This is an optimization exercise on Yosys and OpenROAD, whose aim is small area, a short achievable clock period and few clock cycles per item, not a production implementation. The RTL of this run was laid out without a check of its function.

--- flow/config.mk ---
export PLATFORM = sky130hd
export DESIGN_NAME = kw_unwrap
export DESIGN_NICKNAME = kw_unwrap
export VERILOG_FILES = /design/flow/design.v
export SDC_FILE = /design/flow/constraint.sdc
export NUM_CORES = 8
export LEC_CHECK = 0
export ABC_AREA = 1
export CAP_MARGIN = 20
export CORE_MARGIN = 2
export CORE_UTILIZATION = 25
export SLEW_MARGIN = 20
export SYNTH_HIERARCHICAL = 1
--- flow/constraint.sdc ---
create_clock -name core_clock -period 8.0 [get_ports {clk}]
set_input_delay 1.6000 -clock core_clock [delete_from_list [all_inputs] [get_ports {clk}]]
set_output_delay 1.6000 -clock core_clock [all_outputs]
set_load 0.01 [all_outputs]
--- flow/design.v ---
module aes_sbox (
    input  wire [7:0] a,
    output wire [7:0] y
);
    wire t0, t1, t2, t3, t4, t5, t6, t7, t8, t9, t10, t11, t12, t13, t14, t15, t16, t17, t18, t19, t20, t21, t22, t23, t24, t25, t26, t27, t28, T1, T2, T3, T4, T6, T8, T9, T10, T13, T14, T15, T16, T17, T19, T20, T22, T23, T24, T25, T26, T27, U7, M1, M2, M3, M4, M5, M6, M7, M8, M9, M10, M11, M12, M13, M14, M15, M16, M17, M18, M19, M20, M21, M22, M23, M24, M25, M26, M27, M28, M29, M30, M31, M32, M33, M34, M35, M36, M37, M38, M39, M40, M41, M42, M43, M44, M45, M46, M47, M48, M49, M50, M51, M52, M53, M54, M55, M56, M57, M58, M59, M60, M61, M62, M63, b0, b1, b2, b3, b4, b5, b6, b7, b8, b9, b10, b11, b12, b13, b14, b15, b16, b17, b18, b19, b20, b21, b22, b23, b24, b25, b26, b27, b28, b29, b30, b31, b32, b33;
    assign t0 = a[1] ^ a[3];
    assign t1 = a[5] ^ a[6];
    assign t2 = a[2] ^ a[7];
    assign t3 = a[0] ^ t1;
    assign t4 = a[4] ^ t0;
    assign t5 = a[2] ^ t0;
    assign t6 = a[5] ^ t2;
    assign t7 = a[7] ^ t4;
    assign t8 = a[1] ^ t2;
    assign t9 = a[6] ^ t5;
    assign t10 = a[2] ^ a[4];
    assign t11 = a[1] ^ a[7];
    assign t12 = a[4] ^ a[7];
    assign t13 = a[2] ^ t1;
    assign t14 = a[6] ^ t2;
    assign t15 = a[4] ^ t6;
    assign t16 = t3 ^ t8;
    assign t17 = a[4] ^ t8;
    assign t18 = a[1] ^ t3;
    assign t19 = t4 ^ t13;
    assign t20 = a[3] ^ t6;
    assign t21 = t0 ^ t6;
    assign t22 = t4 ^ t14;
    assign t23 = a[7] ^ t3;
    assign t24 = a[5] ^ t5;
    assign t25 = a[4] ^ t3;
    assign t26 = a[0] ^ t9;
    assign t27 = a[0] ^ t7;
    assign t28 = t1 ^ t7;
    assign T1 = t12;
    assign T2 = t2;
    assign T3 = t11;
    assign T4 = t10;
    assign T6 = t7;
    assign T8 = t27;
    assign T9 = t3;
    assign T10 = t28;
    assign T13 = t17;
    assign T14 = t22;
    assign T15 = t9;
    assign T16 = t24;
    assign T17 = t26;
    assign T19 = t25;
    assign T20 = t23;
    assign T22 = t18;
    assign T23 = t16;
    assign T24 = t19;
    assign T25 = t21;
    assign T26 = t20;
    assign T27 = t15;
    assign U7 = a[0];
    assign M1 = T13 & T6;
    assign M2 = T23 & T8;
    assign M3 = T14 ^ M1;
    assign M4 = T19 & U7;
    assign M5 = M4 ^ M1;
    assign M6 = T3 & T16;
    assign M7 = T22 & T9;
    assign M8 = T26 ^ M6;
    assign M9 = T20 & T17;
    assign M10 = M9 ^ M6;
    assign M11 = T1 & T15;
    assign M12 = T4 & T27;
    assign M13 = M12 ^ M11;
    assign M14 = T2 & T10;
    assign M15 = M14 ^ M11;
    assign M16 = M3 ^ M2;
    assign M17 = M5 ^ T24;
    assign M18 = M8 ^ M7;
    assign M19 = M10 ^ M15;
    assign M20 = M16 ^ M13;
    assign M21 = M17 ^ M15;
    assign M22 = M18 ^ M13;
    assign M23 = M19 ^ T25;
    assign M24 = M22 ^ M23;
    assign M25 = M22 & M20;
    assign M26 = M21 ^ M25;
    assign M27 = M20 ^ M21;
    assign M28 = M23 ^ M25;
    assign M29 = M28 & M27;
    assign M30 = M26 & M24;
    assign M31 = M20 & M23;
    assign M32 = M27 & M31;
    assign M33 = M27 ^ M25;
    assign M34 = M21 & M22;
    assign M35 = M24 & M34;
    assign M36 = M24 ^ M25;
    assign M37 = M21 ^ M29;
    assign M38 = M32 ^ M33;
    assign M39 = M23 ^ M30;
    assign M40 = M35 ^ M36;
    assign M41 = M38 ^ M40;
    assign M42 = M37 ^ M39;
    assign M43 = M37 ^ M38;
    assign M44 = M39 ^ M40;
    assign M45 = M42 ^ M41;
    assign M46 = M44 & T6;
    assign M47 = M40 & T8;
    assign M48 = M39 & U7;
    assign M49 = M43 & T16;
    assign M50 = M38 & T9;
    assign M51 = M37 & T17;
    assign M52 = M42 & T15;
    assign M53 = M45 & T27;
    assign M54 = M41 & T10;
    assign M55 = M44 & T13;
    assign M56 = M40 & T23;
    assign M57 = M39 & T19;
    assign M58 = M43 & T3;
    assign M59 = M38 & T22;
    assign M60 = M37 & T20;
    assign M61 = M42 & T1;
    assign M62 = M45 & T4;
    assign M63 = M41 & T2;
    assign b0 = M61 ^ M62;
    assign b1 = M56 ^ b0;
    assign b2 = M50 ^ b1;
    assign b3 = M46 ^ M49;
    assign b4 = M47 ^ M55;
    assign b5 = M48 ^ M58;
    assign b6 = M54 ^ M60;
    assign b7 = M51 ^ M59;
    assign b8 = M46 ^ M52;
    assign b9 = b3 ^ b5;
    assign b10 = b0 ^ b7;
    assign b11 = b2 ^ b4;
    assign b12 = M53 ^ b2;
    assign b13 = M53 ^ M54;
    assign b14 = M49 ^ M55;
    assign b15 = M48 ^ M51;
    assign b16 = M61 ^ M63;
    assign b17 = M50 ^ M58;
    assign b18 = b4 ^ b8;
    assign b19 = b13 ^ b17;
    assign b20 = b5 ^ b8;
    assign b21 = M52 ^ b14;
    assign b22 = b6 ^ b16;
    assign b23 = M57 ^ b6;
    assign b24 = b10 ^ b19;
    assign b25 = b1 ^ b18;
    assign b26 = b9 ^ b23;
    assign b27 = b9 ^ b10;
    assign b28 = b20 ^ b22;
    assign b29 = M53 ^ b25;
    assign b30 = b3 ^ b11;
    assign b31 = b11 ^ b15;
    assign b32 = b12 ^ b21;
    assign b33 = b12 ^ b26;
    assign y[7] = b32;
    assign y[6] = ~b29;
    assign y[5] = ~b28;
    assign y[4] = b30;
    assign y[3] = b31;
    assign y[2] = b33;
    assign y[1] = ~b24;
    assign y[0] = ~b27;
endmodule
module sx2 (input wire a, input wire b, output wire y);
    assign y = a ^ b;
endmodule
module sa2 (input wire a, input wire b, output wire y);
    assign y = a & b;
endmodule
module aes_inv_sbox (
    input  wire [7:0] a,
    output wire [7:0] y
);
    wire t0, t1, t2, t3, t4, t5, t6, t7, t8, t9, t10, t11, t12, t13, t14, t15, t16, t17, t18, t19, t20, t21, t22, t23, t24, t25, t26, t27, t28, t29, T1, T2, T3, T4, T6, T8, T9, T10, T13, T14, T15, T16, T17, T19, T20, T22, T23, T24, T25, T26, T27, U7, M1, M2, M3, M4, M5, M6, M7, M8, M9, M10, M11, M12, M13, M14, M15, M16, M17, M18, M19, M20, M21, M22, M23, M24, M25, M26, M27, M28, M29, M30, M31, M32, M33, M34, M35, M36, M37, M38, M39, M40, M41, M42, M43, M44, M45, M46, M47, M48, M49, M50, M51, M52, M53, M54, M55, M56, M57, M58, M59, M60, M61, M62, M63, b0, b1, b2, b3, b4, b5, b6, b7, b8, b9, b10, b11, b12, b13, b14, b15, b16, b17, b18, b19, b20, b21, b22, b23, b24, b25, b26, b27, b28, b29, b30, b31, b32, b33, b34, b35;
    assign t0 = a[4] ^ a[6];
    assign t1 = a[0] ^ a[1];
    assign t2 = a[3] ^ a[4];
    assign t3 = a[6] ^ a[7];
    assign t4 = a[7] ^ t0;
    assign t5 = a[5] ^ t0;
    assign t6 = a[0] ^ a[3];
    assign t7 = a[3] ^ a[6];
    assign t8 = a[2] ^ t1;
    assign t9 = a[1] ^ a[2];
    assign t10 = a[4] ^ a[7];
    assign t11 = a[2] ^ a[7];
    assign t12 = a[1] ^ a[5];
    assign t13 = t1 ^ t7;
    assign t14 = t0 ^ t1;
    assign t15 = a[5] ^ t11;
    assign t16 = a[5] ^ t2;
    assign t17 = t2 ^ t9;
    assign t18 = t3 ^ t6;
    assign t19 = a[3] ^ t3;
    assign t20 = a[0] ^ t2;
    assign t21 = t1 ^ t3;
    assign t22 = t7 ^ t12;
    assign t23 = t1 ^ t2;
    assign t24 = a[3] ^ t4;
    assign t25 = a[0] ^ t5;
    assign t26 = t8 ^ t19;
    assign t27 = t1 ^ t5;
    assign t28 = t4 ^ t8;
    assign t29 = a[2] ^ t5;
    assign T1 = t2;
    assign T2 = ~t3;
    assign T3 = t23;
    assign T4 = ~t24;
    assign T6 = t29;
    assign T8 = ~t4;
    assign T9 = ~t20;
    assign T10 = t18;
    assign T13 = ~t21;
    assign T14 = ~t26;
    assign T15 = ~t28;
    assign T16 = ~t22;
    assign T17 = t27;
    assign T19 = ~t14;
    assign T20 = ~t13;
    assign T22 = ~t0;
    assign T23 = t10;
    assign T24 = ~t6;
    assign T25 = ~t16;
    assign T26 = ~t25;
    assign T27 = ~t17;
    assign U7 = ~t15;
    assign M1 = T13 & T6;
    assign M2 = T23 & T8;
    assign M3 = T14 ^ M1;
    assign M4 = T19 & U7;
    assign M5 = M4 ^ M1;
    assign M6 = T3 & T16;
    assign M7 = T22 & T9;
    assign M8 = T26 ^ M6;
    assign M9 = T20 & T17;
    assign M10 = M9 ^ M6;
    assign M11 = T1 & T15;
    assign M12 = T4 & T27;
    assign M13 = M12 ^ M11;
    assign M14 = T2 & T10;
    assign M15 = M14 ^ M11;
    assign M16 = M3 ^ M2;
    assign M17 = M5 ^ T24;
    assign M18 = M8 ^ M7;
    assign M19 = M10 ^ M15;
    assign M20 = M16 ^ M13;
    assign M21 = M17 ^ M15;
    assign M22 = M18 ^ M13;
    assign M23 = M19 ^ T25;
    assign M24 = M22 ^ M23;
    assign M25 = M22 & M20;
    assign M26 = M21 ^ M25;
    assign M27 = M20 ^ M21;
    assign M28 = M23 ^ M25;
    assign M29 = M28 & M27;
    assign M30 = M26 & M24;
    assign M31 = M20 & M23;
    assign M32 = M27 & M31;
    assign M33 = M27 ^ M25;
    assign M34 = M21 & M22;
    assign M35 = M24 & M34;
    assign M36 = M24 ^ M25;
    assign M37 = M21 ^ M29;
    assign M38 = M32 ^ M33;
    assign M39 = M23 ^ M30;
    assign M40 = M35 ^ M36;
    assign M41 = M38 ^ M40;
    assign M42 = M37 ^ M39;
    assign M43 = M37 ^ M38;
    assign M44 = M39 ^ M40;
    assign M45 = M42 ^ M41;
    assign M46 = M44 & T6;
    assign M47 = M40 & T8;
    assign M48 = M39 & U7;
    assign M49 = M43 & T16;
    assign M50 = M38 & T9;
    assign M51 = M37 & T17;
    assign M52 = M42 & T15;
    assign M53 = M45 & T27;
    assign M54 = M41 & T10;
    assign M55 = M44 & T13;
    assign M56 = M40 & T23;
    assign M57 = M39 & T19;
    assign M58 = M43 & T3;
    assign M59 = M38 & T22;
    assign M60 = M37 & T20;
    assign M61 = M42 & T1;
    assign M62 = M45 & T4;
    assign M63 = M41 & T2;
    assign b0 = M52 ^ M61;
    assign b1 = M59 ^ b0;
    assign b2 = M58 ^ M62;
    assign b3 = M54 ^ b2;
    assign b4 = M50 ^ b1;
    assign b5 = M48 ^ M56;
    assign b6 = M55 ^ M63;
    assign b7 = M49 ^ M60;
    assign b8 = M46 ^ M51;
    assign b9 = b5 ^ b7;
    assign b10 = M47 ^ b3;
    assign b11 = b1 ^ b3;
    assign b12 = M53 ^ b4;
    assign b13 = M50 ^ M57;
    assign b14 = M57 ^ M63;
    assign b15 = M47 ^ M54;
    assign b16 = M57 ^ M61;
    assign b17 = M49 ^ M51;
    assign b18 = M46 ^ M48;
    assign b19 = M49 ^ b2;
    assign b20 = b0 ^ b13;
    assign b21 = b6 ^ b15;
    assign b22 = b5 ^ b14;
    assign b23 = M58 ^ b8;
    assign b24 = b6 ^ b16;
    assign b25 = b9 ^ b21;
    assign b26 = b9 ^ b20;
    assign b27 = b22 ^ b23;
    assign b28 = b4 ^ b8;
    assign b29 = b11 ^ b18;
    assign b30 = b4 ^ b25;
    assign b31 = b10 ^ b26;
    assign b32 = b11 ^ b17;
    assign b33 = b12 ^ b19;
    assign b34 = b10 ^ b28;
    assign b35 = b12 ^ b27;
    assign y[7] = b32;
    assign y[6] = b30;
    assign y[5] = b31;
    assign y[4] = b29;
    assign y[3] = b35;
    assign y[2] = b34;
    assign y[1] = b33;
    assign y[0] = b24;
endmodule
module aes_inv_mixcol (
    input  wire [31:0] c,
    output wire [31:0] y
);
    wire m0, m1, m2, m3, m4, m5, m6, m7, m8, m9, m10, m11, m12, m13, m14, m15, m16, m17, m18, m19, m20, m21, m22, m23, m24, m25, m26, m27, m28, m29, m30, m31, m32, m33, m34, m35, m36, m37, m38, m39, m40, m41, m42, m43, m44, m45, m46, m47, m48, m49, m50, m51, m52, m53, m54, m55, m56, m57, m58, m59, m60, m61, m62, m63, m64, m65, m66, m67, m68, m69, m70, m71, m72, m73, m74, m75, m76, m77, m78, m79, m80, m81, m82, m83, m84, m85, m86, m87, m88, m89, m90, m91, m92, m93, m94, m95, m96, m97, m98, m99, m100, m101, m102, m103, m104, m105, m106, m107, m108, m109, m110, m111, m112, m113, m114, m115, m116, m117, m118, m119, m120, m121, m122, m123, m124, m125, m126, m127, m128, m129, m130, m131, m132, m133, m134, m135, m136, m137, m138, m139, m140, m141, m142, m143, m144, m145, m146, m147, m148, m149, m150, m151, m152, m153, m154, m155, m156, m157, m158, m159, m160, m161, m162, m163, m164, m165, m166, m167, m168, m169, m170, m171, m172, m173, m174, m175, m176, m177, m178, m179;
    sx2 x0 (.a(c[5]), .b(c[21]), .y(m0));
    sx2 x1 (.a(c[13]), .b(c[29]), .y(m1));
    sx2 x2 (.a(c[14]), .b(c[30]), .y(m2));
    sx2 x3 (.a(c[6]), .b(c[22]), .y(m3));
    sx2 x4 (.a(m0), .b(m1), .y(m4));
    sx2 x5 (.a(c[3]), .b(c[31]), .y(m5));
    sx2 x6 (.a(c[15]), .b(c[19]), .y(m6));
    sx2 x7 (.a(c[7]), .b(c[23]), .y(m7));
    sx2 x8 (.a(c[18]), .b(m2), .y(m8));
    sx2 x9 (.a(c[26]), .b(m3), .y(m9));
    sx2 x10 (.a(c[16]), .b(m4), .y(m10));
    sx2 x11 (.a(c[1]), .b(c[17]), .y(m11));
    sx2 x12 (.a(c[9]), .b(c[25]), .y(m12));
    sx2 x13 (.a(c[11]), .b(c[27]), .y(m13));
    sx2 x14 (.a(c[12]), .b(c[28]), .y(m14));
    sx2 x15 (.a(c[4]), .b(c[20]), .y(m15));
    sx2 x16 (.a(c[8]), .b(c[24]), .y(m16));
    sx2 x17 (.a(c[2]), .b(c[10]), .y(m17));
    sx2 x18 (.a(m7), .b(m13), .y(m18));
    sx2 x19 (.a(m5), .b(m6), .y(m19));
    sx2 x20 (.a(m8), .b(m9), .y(m20));
    sx2 x21 (.a(c[0]), .b(c[31]), .y(m21));
    sx2 x22 (.a(c[0]), .b(m16), .y(m22));
    sx2 x23 (.a(m4), .b(m12), .y(m23));
    sx2 x24 (.a(m14), .b(m15), .y(m24));
    sx2 x25 (.a(c[7]), .b(m11), .y(m25));
    sx2 x26 (.a(m18), .b(m19), .y(m26));
    sx2 x27 (.a(m17), .b(m20), .y(m27));
    sx2 x28 (.a(m10), .b(m22), .y(m28));
    sx2 x29 (.a(c[15]), .b(c[23]), .y(m29));
    sx2 x30 (.a(c[7]), .b(c[15]), .y(m30));
    sx2 x31 (.a(c[23]), .b(c[27]), .y(m31));
    sx2 x32 (.a(m2), .b(m21), .y(m32));
    sx2 x33 (.a(c[31]), .b(m24), .y(m33));
    sx2 x34 (.a(c[15]), .b(c[16]), .y(m34));
    sx2 x35 (.a(m5), .b(m31), .y(m35));
    sx2 x36 (.a(c[2]), .b(m11), .y(m36));
    sx2 x37 (.a(m2), .b(m30), .y(m37));
    sx2 x38 (.a(m1), .b(m7), .y(m38));
    sx2 x39 (.a(m3), .b(m29), .y(m39));
    sx2 x40 (.a(c[25]), .b(m3), .y(m40));
    sx2 x41 (.a(m7), .b(m16), .y(m41));
    sx2 x42 (.a(m2), .b(m15), .y(m42));
    sx2 x43 (.a(c[10]), .b(m5), .y(m43));
    sx2 x44 (.a(c[17]), .b(m17), .y(m44));
    sx2 x45 (.a(c[11]), .b(m6), .y(m45));
    sx2 x46 (.a(m3), .b(m14), .y(m46));
    sx2 x47 (.a(m8), .b(m14), .y(m47));
    sx2 x48 (.a(m1), .b(m19), .y(m48));
    sx2 x49 (.a(m9), .b(m15), .y(m49));
    sx2 x50 (.a(m25), .b(m43), .y(m50));
    sx2 x51 (.a(m0), .b(m18), .y(m51));
    sx2 x52 (.a(m23), .b(m47), .y(m52));
    sx2 x53 (.a(m23), .b(m49), .y(m53));
    sx2 x54 (.a(c[1]), .b(c[9]), .y(m54));
    sx2 x55 (.a(c[12]), .b(c[20]), .y(m55));
    sx2 x56 (.a(c[4]), .b(c[21]), .y(m56));
    sx2 x57 (.a(c[11]), .b(c[28]), .y(m57));
    sx2 x58 (.a(c[20]), .b(c[28]), .y(m58));
    sx2 x59 (.a(c[5]), .b(c[29]), .y(m59));
    sx2 x60 (.a(c[6]), .b(c[30]), .y(m60));
    sx2 x61 (.a(c[10]), .b(c[12]), .y(m61));
    sx2 x62 (.a(c[9]), .b(c[24]), .y(m62));
    sx2 x63 (.a(c[14]), .b(c[21]), .y(m63));
    sx2 x64 (.a(c[12]), .b(c[29]), .y(m64));
    sx2 x65 (.a(c[7]), .b(c[31]), .y(m65));
    sx2 x66 (.a(c[17]), .b(c[24]), .y(m66));
    sx2 x67 (.a(c[6]), .b(c[13]), .y(m67));
    sx2 x68 (.a(c[10]), .b(c[25]), .y(m68));
    sx2 x69 (.a(c[13]), .b(c[30]), .y(m69));
    sx2 x70 (.a(c[14]), .b(c[22]), .y(m70));
    sx2 x71 (.a(c[1]), .b(c[8]), .y(m71));
    sx2 x72 (.a(c[22]), .b(c[30]), .y(m72));
    sx2 x73 (.a(c[0]), .b(c[24]), .y(m73));
    sx2 x74 (.a(c[3]), .b(c[7]), .y(m74));
    sx2 x75 (.a(c[2]), .b(c[4]), .y(m75));
    sx2 x76 (.a(c[6]), .b(c[14]), .y(m76));
    sx2 x77 (.a(c[8]), .b(c[23]), .y(m77));
    sx2 x78 (.a(m0), .b(m70), .y(m78));
    sx2 x79 (.a(c[8]), .b(m21), .y(m79));
    sx2 x80 (.a(m2), .b(m17), .y(m80));
    sx2 x81 (.a(m11), .b(m61), .y(m81));
    sx2 x82 (.a(c[28]), .b(m56), .y(m82));
    sx2 x83 (.a(c[1]), .b(m21), .y(m83));
    sx2 x84 (.a(m6), .b(m13), .y(m84));
    sx2 x85 (.a(c[2]), .b(m54), .y(m85));
    sx2 x86 (.a(c[26]), .b(m74), .y(m86));
    sx2 x87 (.a(m3), .b(m13), .y(m87));
    sx2 x88 (.a(c[13]), .b(m58), .y(m88));
    sx2 x89 (.a(m0), .b(m29), .y(m89));
    sx2 x90 (.a(c[29]), .b(m63), .y(m90));
    sx2 x91 (.a(c[4]), .b(m64), .y(m91));
    sx2 x92 (.a(m3), .b(m65), .y(m92));
    sx2 x93 (.a(c[5]), .b(m55), .y(m93));
    sx2 x94 (.a(c[19]), .b(m12), .y(m94));
    sx2 x95 (.a(c[21]), .b(m67), .y(m95));
    sx2 x96 (.a(m11), .b(m62), .y(m96));
    sx2 x97 (.a(c[5]), .b(m69), .y(m97));
    sx2 x98 (.a(c[9]), .b(m34), .y(m98));
    sx2 x99 (.a(m6), .b(m31), .y(m99));
    sx2 x100 (.a(c[23]), .b(m66), .y(m100));
    sx2 x101 (.a(c[22]), .b(m59), .y(m101));
    sx2 x102 (.a(m34), .b(m68), .y(m102));
    sx2 x103 (.a(m12), .b(m71), .y(m103));
    sx2 x104 (.a(c[15]), .b(m72), .y(m104));
    sx2 x105 (.a(m9), .b(m98), .y(m105));
    sx2 x106 (.a(c[18]), .b(m87), .y(m106));
    sx2 x107 (.a(c[20]), .b(m35), .y(m107));
    sx2 x108 (.a(m32), .b(m44), .y(m108));
    sx2 x109 (.a(m46), .b(m97), .y(m109));
    sx2 x110 (.a(m39), .b(m96), .y(m110));
    sx2 x111 (.a(m81), .b(m99), .y(m111));
    sx2 x112 (.a(m40), .b(m44), .y(m112));
    sx2 x113 (.a(m37), .b(m103), .y(m113));
    sx2 x114 (.a(m30), .b(m78), .y(m114));
    sx2 x115 (.a(m45), .b(m75), .y(m115));
    sx2 x116 (.a(m35), .b(m94), .y(m116));
    sx2 x117 (.a(m25), .b(m40), .y(m117));
    sx2 x118 (.a(m32), .b(m100), .y(m118));
    sx2 x119 (.a(m12), .b(m86), .y(m119));
    sx2 x120 (.a(m83), .b(m102), .y(m120));
    sx2 x121 (.a(m9), .b(m84), .y(m121));
    sx2 x122 (.a(m24), .b(m38), .y(m122));
    sx2 x123 (.a(m8), .b(m41), .y(m123));
    sx2 x124 (.a(m41), .b(m85), .y(m124));
    sx2 x125 (.a(m4), .b(m39), .y(m125));
    sx2 x126 (.a(m38), .b(m76), .y(m126));
    sx2 x127 (.a(m42), .b(m101), .y(m127));
    sx2 x128 (.a(c[23]), .b(m36), .y(m128));
    sx2 x129 (.a(m42), .b(m95), .y(m129));
    sx2 x130 (.a(m37), .b(m73), .y(m130));
    sx2 x131 (.a(m16), .b(m92), .y(m131));
    sx2 x132 (.a(m60), .b(m89), .y(m132));
    sx2 x133 (.a(m46), .b(m90), .y(m133));
    sx2 x134 (.a(m32), .b(m77), .y(m134));
    sx2 x135 (.a(m4), .b(m79), .y(m135));
    sx2 x136 (.a(m8), .b(m45), .y(m136));
    sx2 x137 (.a(m80), .b(m116), .y(m137));
    sx2 x138 (.a(m112), .b(m123), .y(m138));
    sx2 x139 (.a(m33), .b(m114), .y(m139));
    sx2 x140 (.a(m10), .b(m130), .y(m140));
    sx2 x141 (.a(m48), .b(m93), .y(m141));
    sx2 x142 (.a(m36), .b(m107), .y(m142));
    sx2 x143 (.a(m10), .b(m134), .y(m143));
    sx2 x144 (.a(m20), .b(m124), .y(m144));
    sx2 x145 (.a(m51), .b(m88), .y(m145));
    sx2 x146 (.a(m26), .b(m127), .y(m146));
    sx2 x147 (.a(m26), .b(m129), .y(m147));
    sx2 x148 (.a(m50), .b(m57), .y(m148));
    sx2 x149 (.a(m10), .b(m113), .y(m149));
    sx2 x150 (.a(m26), .b(m133), .y(m150));
    sx2 x151 (.a(m104), .b(m122), .y(m151));
    sx2 x152 (.a(m33), .b(m132), .y(m152));
    sx2 x153 (.a(m22), .b(m125), .y(m153));
    sx2 x154 (.a(m119), .b(m136), .y(m154));
    sx2 x155 (.a(m33), .b(m126), .y(m155));
    sx2 x156 (.a(m26), .b(m109), .y(m156));
    sx2 x157 (.a(m20), .b(m120), .y(m157));
    sx2 x158 (.a(m105), .b(m108), .y(m158));
    sx2 x159 (.a(m117), .b(m135), .y(m159));
    sx2 x160 (.a(m25), .b(m115), .y(m160));
    sx2 x161 (.a(m50), .b(m106), .y(m161));
    sx2 x162 (.a(m10), .b(m110), .y(m162));
    sx2 x163 (.a(m48), .b(m82), .y(m163));
    sx2 x164 (.a(m23), .b(m118), .y(m164));
    sx2 x165 (.a(m121), .b(m128), .y(m165));
    sx2 x166 (.a(m10), .b(m131), .y(m166));
    sx2 x167 (.a(m51), .b(m91), .y(m167));
    sx2 x168 (.a(m52), .b(m142), .y(m168));
    sx2 x169 (.a(m28), .b(m161), .y(m169));
    sx2 x170 (.a(m53), .b(m148), .y(m170));
    sx2 x171 (.a(m53), .b(m111), .y(m171));
    sx2 x172 (.a(m28), .b(m154), .y(m172));
    sx2 x173 (.a(m28), .b(m137), .y(m173));
    sx2 x174 (.a(m52), .b(m160), .y(m174));
    sx2 x175 (.a(m27), .b(m163), .y(m175));
    sx2 x176 (.a(m27), .b(m167), .y(m176));
    sx2 x177 (.a(m27), .b(m145), .y(m177));
    sx2 x178 (.a(m28), .b(m165), .y(m178));
    sx2 x179 (.a(m27), .b(m141), .y(m179));
    assign y[0] = m166;
    assign y[1] = m164;
    assign y[2] = m157;
    assign y[3] = m178;
    assign y[4] = m168;
    assign y[5] = m175;
    assign y[6] = m146;
    assign y[7] = m152;
    assign y[8] = m140;
    assign y[9] = m159;
    assign y[10] = m144;
    assign y[11] = m173;
    assign y[12] = m170;
    assign y[13] = m176;
    assign y[14] = m156;
    assign y[15] = m155;
    assign y[16] = m153;
    assign y[17] = m149;
    assign y[18] = m158;
    assign y[19] = m169;
    assign y[20] = m174;
    assign y[21] = m179;
    assign y[22] = m147;
    assign y[23] = m139;
    assign y[24] = m143;
    assign y[25] = m162;
    assign y[26] = m138;
    assign y[27] = m172;
    assign y[28] = m171;
    assign y[29] = m177;
    assign y[30] = m150;
    assign y[31] = m151;
endmodule
module kw_unwrap (
    input  wire         clk,
    input  wire         rst,       
    input  wire         start,     
    input  wire [127:0] kek,       
    input  wire [191:0] wrapped,   
    output wire         busy,
    output wire         done,      
    output wire         ok,        
    output wire [127:0] key        
);
    localparam [63:0] KW_IV = 64'hA6A6A6A6A6A6A6A6;
    reg         busy_r;
    reg         done_r;
    reg         kexp;     
    reg         first;    
    reg [3:0]   rnd;      
    reg [3:0]   t;        
    reg [127:0] st;       
    reg [63:0]  ro;       
    reg [127:0] rk;       
    reg [127:0] kl;       
    wire accept = start && !busy_r;
    genvar gb, gc, gr;
    wire last   = !kexp && (rnd == 4'd0);
    assign busy = busy_r;
    assign done = done_r;
    assign ok   = (st[127:64] == KW_IV);
    assign key  = {st[63:0], ro};
    function [7:0] rcon1;
        input [3:0] r;
        case (r)
            4'd0:    rcon1 = 8'h01;
            4'd1:    rcon1 = 8'h02;
            4'd2:    rcon1 = 8'h04;
            4'd3:    rcon1 = 8'h08;
            4'd4:    rcon1 = 8'h10;
            4'd5:    rcon1 = 8'h20;
            4'd6:    rcon1 = 8'h40;
            4'd7:    rcon1 = 8'h80;
            4'd8:    rcon1 = 8'h1b;
            4'd9:    rcon1 = 8'h36;
            default: rcon1 = 8'h00;
        endcase
    endfunction
    wire [31:0]  w0 = rk[127:96];
    wire [31:0]  w1 = rk[95:64];
    wire [31:0]  w2 = rk[63:32];
    wire [31:0]  w3 = rk[31:0];
    wire [31:0]  v3 = w3 ^ w2;    
    wire [31:0]  v2 = w2 ^ w1;
    wire [31:0]  v1 = w1 ^ w0;
    wire [31:0]  rot = {v3[23:0], v3[31:24]};
    wire [31:0]  sw_out;
    generate
        for (gb = 0; gb < 4; gb = gb + 1) begin : g_sbox
            aes_sbox u_sbox (.a(rot[8*gb +: 8]), .y(sw_out[8*gb +: 8]));
        end
    endgenerate
    wire [31:0]  temp = sw_out ^ {rcon1(rnd), 24'h000000};
    wire [31:0]  n0 = w0 ^ temp;
    wire [31:0]  n1 = v1 ^ temp;
    wire [31:0]  n2 = (v2 ^ w0) ^ temp;
    wire [31:0]  n3 = (v3 ^ v2) ^ (w0 ^ temp);
    wire [127:0] key_next = {n0, n1, n2, n3};         
    wire [127:0] key_next_y = {n0, n1, n2, v3};       
    wire [127:0] key_prev = {n0, v1, v2, v3};
    wire [127:0] blk = {st[127:64] ^ {60'd0, t}, ro} ^ rk;
    wire [127:0] imc;
    generate
        for (gc = 0; gc < 4; gc = gc + 1) begin : g_imc
            aes_inv_mixcol u_imc (.c(st[32*gc +: 32]), .y(imc[32*gc +: 32]));
        end
    endgenerate
    wire [127:0] x = first ? blk : imc;
    wire [127:0] isr;
    generate
        for (gc = 0; gc < 4; gc = gc + 1) begin : g_col
            for (gr = 0; gr < 4; gr = gr + 1) begin : g_row
                assign isr[127 - 8*(gr + 4*((gc + gr) % 4)) -: 8] =
                       x[127 - 8*(gr + 4*gc) -: 8];
            end
        end
    endgenerate
    wire [127:0] isb;
    generate
        for (gb = 0; gb < 16; gb = gb + 1) begin : g_isbox
            aes_inv_sbox u_isbox (.a(isr[8*gb +: 8]), .y(isb[8*gb +: 8]));
        end
    endgenerate
    wire [127:0] ark = isb ^ key_prev;
    always @(posedge clk) begin
        if (rst) begin
            busy_r <= 1'b0;
            done_r <= 1'b0;
            kexp   <= 1'b0;
            first  <= 1'b0;
        end else begin
            done_r <= 1'b0;
            if (accept) begin
                busy_r <= 1'b1;
                kexp   <= 1'b1;
                first  <= 1'b0;
                rnd    <= 4'd0;
                t      <= 4'd12;
            end else if (busy_r) begin
                if (kexp) begin
                    if (rnd == 4'd9) begin
                        kexp  <= 1'b0;
                        first <= 1'b1;
                    end else begin
                        rnd <= rnd + 4'd1;
                    end
                end else begin
                    first <= (rnd == 4'd0);
                    if (rnd == 4'd0) begin
                        rnd <= 4'd9;
                        t   <= t - 4'd1;
                        if (t == 4'd1) begin
                            busy_r <= 1'b0;
                            done_r <= 1'b1;
                        end
                    end else begin
                        rnd <= rnd - 4'd1;
                    end
                end
            end
        end
    end
    always @(posedge clk) begin
        if (accept)
            rk <= {kek[127:32], kek[63:32] ^ kek[31:0]};
        else if (kexp)
            rk <= (rnd == 4'd9) ? key_next : key_next_y;
        else if (last)
            rk <= kl;
        else
            rk <= key_prev;
    end
    always @(posedge clk) begin
        if (kexp)
            kl <= key_next;
    end
    always @(posedge clk) begin
        if (accept) begin
            st <= wrapped[191:64];
            ro <= wrapped[63:0];
        end else if (busy_r && !kexp) begin
            st <= ark;
            if (first) ro <= st[63:0];
        end
    end
endmodule
--- flow/run.sh ---
#!/bin/bash
# synth_recipe.tcl (not shown) runs the flow's synth.tcl, then flattens the netlist and writes it again
# the make line also repeats each setting of config.mk as NAME=value (left out here)
make -C /OpenROAD-flow-scripts/flow DESIGN_CONFIG=/design/flow/config.mk WORK_HOME=/design/flow/orfs CLKGATE_MAP_FILE= SYNTH_SCRIPT=/design/flow/synth_recipe.tcl finish
==> reports/qor.yml <==
synthesis:
  yosysSeqAreaShare: 0.1553
  synthCells: 15320
  yosysWarnings: 7
  syn-num-nets: 15660
  avgSynthCellArea_sq_um: 5.319
  ys_types: 47
  ys.flop_type: "edfxtp_1"
  synth_edf_count: 328
  synthTopCellsByArea: "nand2_1, edfxtp_1, inv_1"
  yosysTopAreaCell: "nand2_1"
  synthArstFlopShare: 0
  synth_top_area_frac: 0.3507
  syn-cell-area_sq_um: 81460
  synth-seq-cells: 468
cells_and_area:
  layout_common_cells: "nand2_1, inv_1, nand3_1, nand2_2, clkdlybuf4s50_1"
  final_common_cell: "nand2_1"
  final.fill_count: 36970
  final_cell_area_sq_um: 90430
  num-nets-final: 15700
  syn_to_final_growth_pct: 11.01
  drive_above_1_share: 0.09332
routing:
  drc: 0
  antenna_left: 0
  drt-initial-drc-count: 8792
  routed_via_density: 4.598
  vias: 90790
  dr.pass1.iters: 8
  routed_wl_microns: 348900
  wl_per_cell_microns: 17.67
global_routing:
  antenna_found_initial: 38
  track_usage: 0.2029
  use_met2: 0.3245
  met3_usage: 0.02373
  grt_max_degree: 129
  grt_overflow: 0
  grt_pass1_vias: 79500
  met1_usage: 0.2635
  grt.busiest_layer: "met2"
  grt_pass1_wl_microns: 507900
setup_path:
  r2r_end: "st[54]$_DFFE_PP_"
  r2r_slack_ns: 0.97
  start_kind: "register"
  required_ns: 8.39
  worstSetupPathType: "reg2reg"
  worstReg2RegStart: "st[85]$_DFFE_PP_"
  crit_path_frequent_cell: "nand2_1"
  cpMaxStageDelayCell: "o21ai_0"
  reg2reg_depth: 39
  crit_fanout: 10
  crit_path_end_kind: "register"
  crit_arrival_ns: 7.41
  max_stage_delay_ns: 0.88
die:
  initial_core_util: 0.2512
  dieWidth_microns: 574.8
  die_area_sq_um: 330400
  die_h_microns: 574.8
  ios: 454
  core.rowCount: 209
  core-area_sq_um: 324300
placement:
  hpwl_microns: 291000
  port_buffers: 453
  place_congestion: 0.9912
  post_dp_cell_area_sq_um: 88440
cts:
  cts_buffer_depth: 3
  clk_latency_ns: 0.75
  path_clk_slew_ns: 0.06
  hold_buffers: 0
  cts.sinks: 468
  cts_root_buffer: "clkbuf_16"
  post_cts_buffers: 0
  cts_made_buffers: 59
  cts-resized-gates: 0
  cts.htree.levels: 2
  cts_tree: "built"
sta:
  fmax_ghz: 0.1423
  setup_viol: 0
  slew-limit-headroom: 0.1647
  finalSetupTns_ns: 0
  hold_slack_ns: 0.4864
  finalMaxSlewViolations: 0
  min_period_ns: 7.026
  finalHoldViolations: 0
  worst_pin_slew_ns: 1.248
  fin_skew_ns: 0.05146
  finalCritPeriodShare: 0.8783
  rsz0062_at_grt: "no"
hold_path:
  min_path_cells: 2
  min_to: "rk[119]$_DFF_P_"
  hp-class: "reg2reg"
  min_from: "kl[119]$_DFFE_PP_"
run_status:
  status: "timing/DRC/antenna clean"
run:
  cap_violations: 0
Yosys stat by module (local to each module, per instance):
module          area [sq um]  copies in the design  cells  flops+latches
aes_sbox                1799                     4    344              0
kw_unwrap              26760                     1   3204            468
aes_inv_mixcol         240.2                     4     32              0
sx2                    18.77                   720      5              0
aes_inv_sbox            2064                    16    438              0
cell type report:
type	instances	area, sq um	share of cell area
Inverter	2492	9492	0.1050
Antenna cell	20	50.05	0.0005534
Sequential cell	468	12660	0.1399
Timing Repair Buffer	567	5423	0.05996
Clock inverter	32	297.8	0.003293
Clock buffer	78	1629	0.01801
Multi-Input combinational cell	11760	55470	0.6134
Tap cell	4325	5411	0.05984
synth_stat cells, drive strengths merged, types with 12 or more instances:
cell / instances
inv: 2481
buf: 485
nand2: 8238
clkbuf: 110
dfxtp: 140
o211ai: 32
a211oi: 28
xor2: 384
o221ai: 41
a31oi: 32
nand3b: 69
nor2: 472
xnor2: 292
o21ai: 321
nand3: 1632
edfxtp: 328
ha: 25
nand4: 52
a21oi: 91
o2bb2ai: 12
cell families after synthesis:
group,Yosys count,synth area share
AO/OA/AOI/OAI,565,0.03992
XOR/XNOR,676,0.07379
adder cells (fa/ha/maj),25,0.003840
buffers and inverters,3087,0.1643
flip-flops,468,0.1553
AND/OR/NAND/NOR,10500,0.5628
flip-flops by register name, summed over array words and instances, names as in the netlist:
register	count
done_r	1
busy_r	1
st	128
ro	64
rcon1$func$/design/flow/design.v:611$5470.$result	8
rk	128
rnd	4
first	1
kexp	1
kl	128
t	4
metrics by stage:
stage,std cells,util,setup WS (ns)
final,19740,0.2789,0.9738
after global routing,19730,0.2788,0.5082
after CTS,19720,0.2787,1.000
after detailed placement,19610,0.2728,1.054
after global placement,19610,0.2727,1.018
after floorplan,15320,-,0.3407
critical path, delay by kind of cell (launching register included):
| kind | cells | cell delay, ns |
|---|---|---|
| xor gates and xnor gates | 1 | 0.18 |
| and+or+nand+nor | 31 | 3.91 |
| AOI/OAI and AO/OA | 2 | 1.36 |
| buffers and inverters | 5 | 0.42 |
| DFF | 1 | 0.77 |
per-layer routing:
| metal | share of wire | vias to the layer above |
|---|---|---|
| met3 | 0.069 | 510 |
| met2 | 0.44 | 3017 |
| met4 | 0.068 | 20 |
| met5 | 0.00031 | - |
| li1 | - | 46240 |
| met1 | 0.43 | 41000 |
worst max path at each step:
stage | cells after the start | startpoint | endpoint | slack (ns)
finish | 39 | st[85]$_DFFE_PP_ | st[54]$_DFFE_PP_ | 0.97
global placement | 39 | st[85]$_DFFE_PP_ | st[54]$_DFFE_PP_ | 1.02
global route | 41 | st[86]$_DFFE_PP_ | st[54]$_DFFE_PP_ | 0.51
CTS | 43 | st[85]$_DFFE_PP_ | st[54]$_DFFE_PP_ | 1.0
detailed placement | 43 | st[85]$_DFFE_PP_ | st[54]$_DFFE_PP_ | 1.05
floorplan | 4 | kexp$_SDFFE_PP0N_ | ro[0]$_DFFE_PP_ | 0.34

## port drivers added, routing unchanged
In the flow no input, the clock included, has a driving cell. The finished layout below was timed again as built, in two steps.
Step 1 assumes that a clkbuf_16 drives the clock port and a buf_2 every other input.
Step 2 also shifts input and output timing later by t, the mid clock arrival at the registers, as if the neighbouring blocks saw the same clock.
Three values: ideal ports, drivers, drivers and shift; two values: the first two.
shift t [ns]: 0.805
setup slack, ns: 0.974 / 0.974 / 0.974
slew at the worst register clock pin (ns): 0.08 / 0.08
pins driven straight from the clock port: 1
After both steps this run still meets setup and hold. The setup slack of this run moves by 0.000 ns with the drivers and by 0.000 ns with both steps.
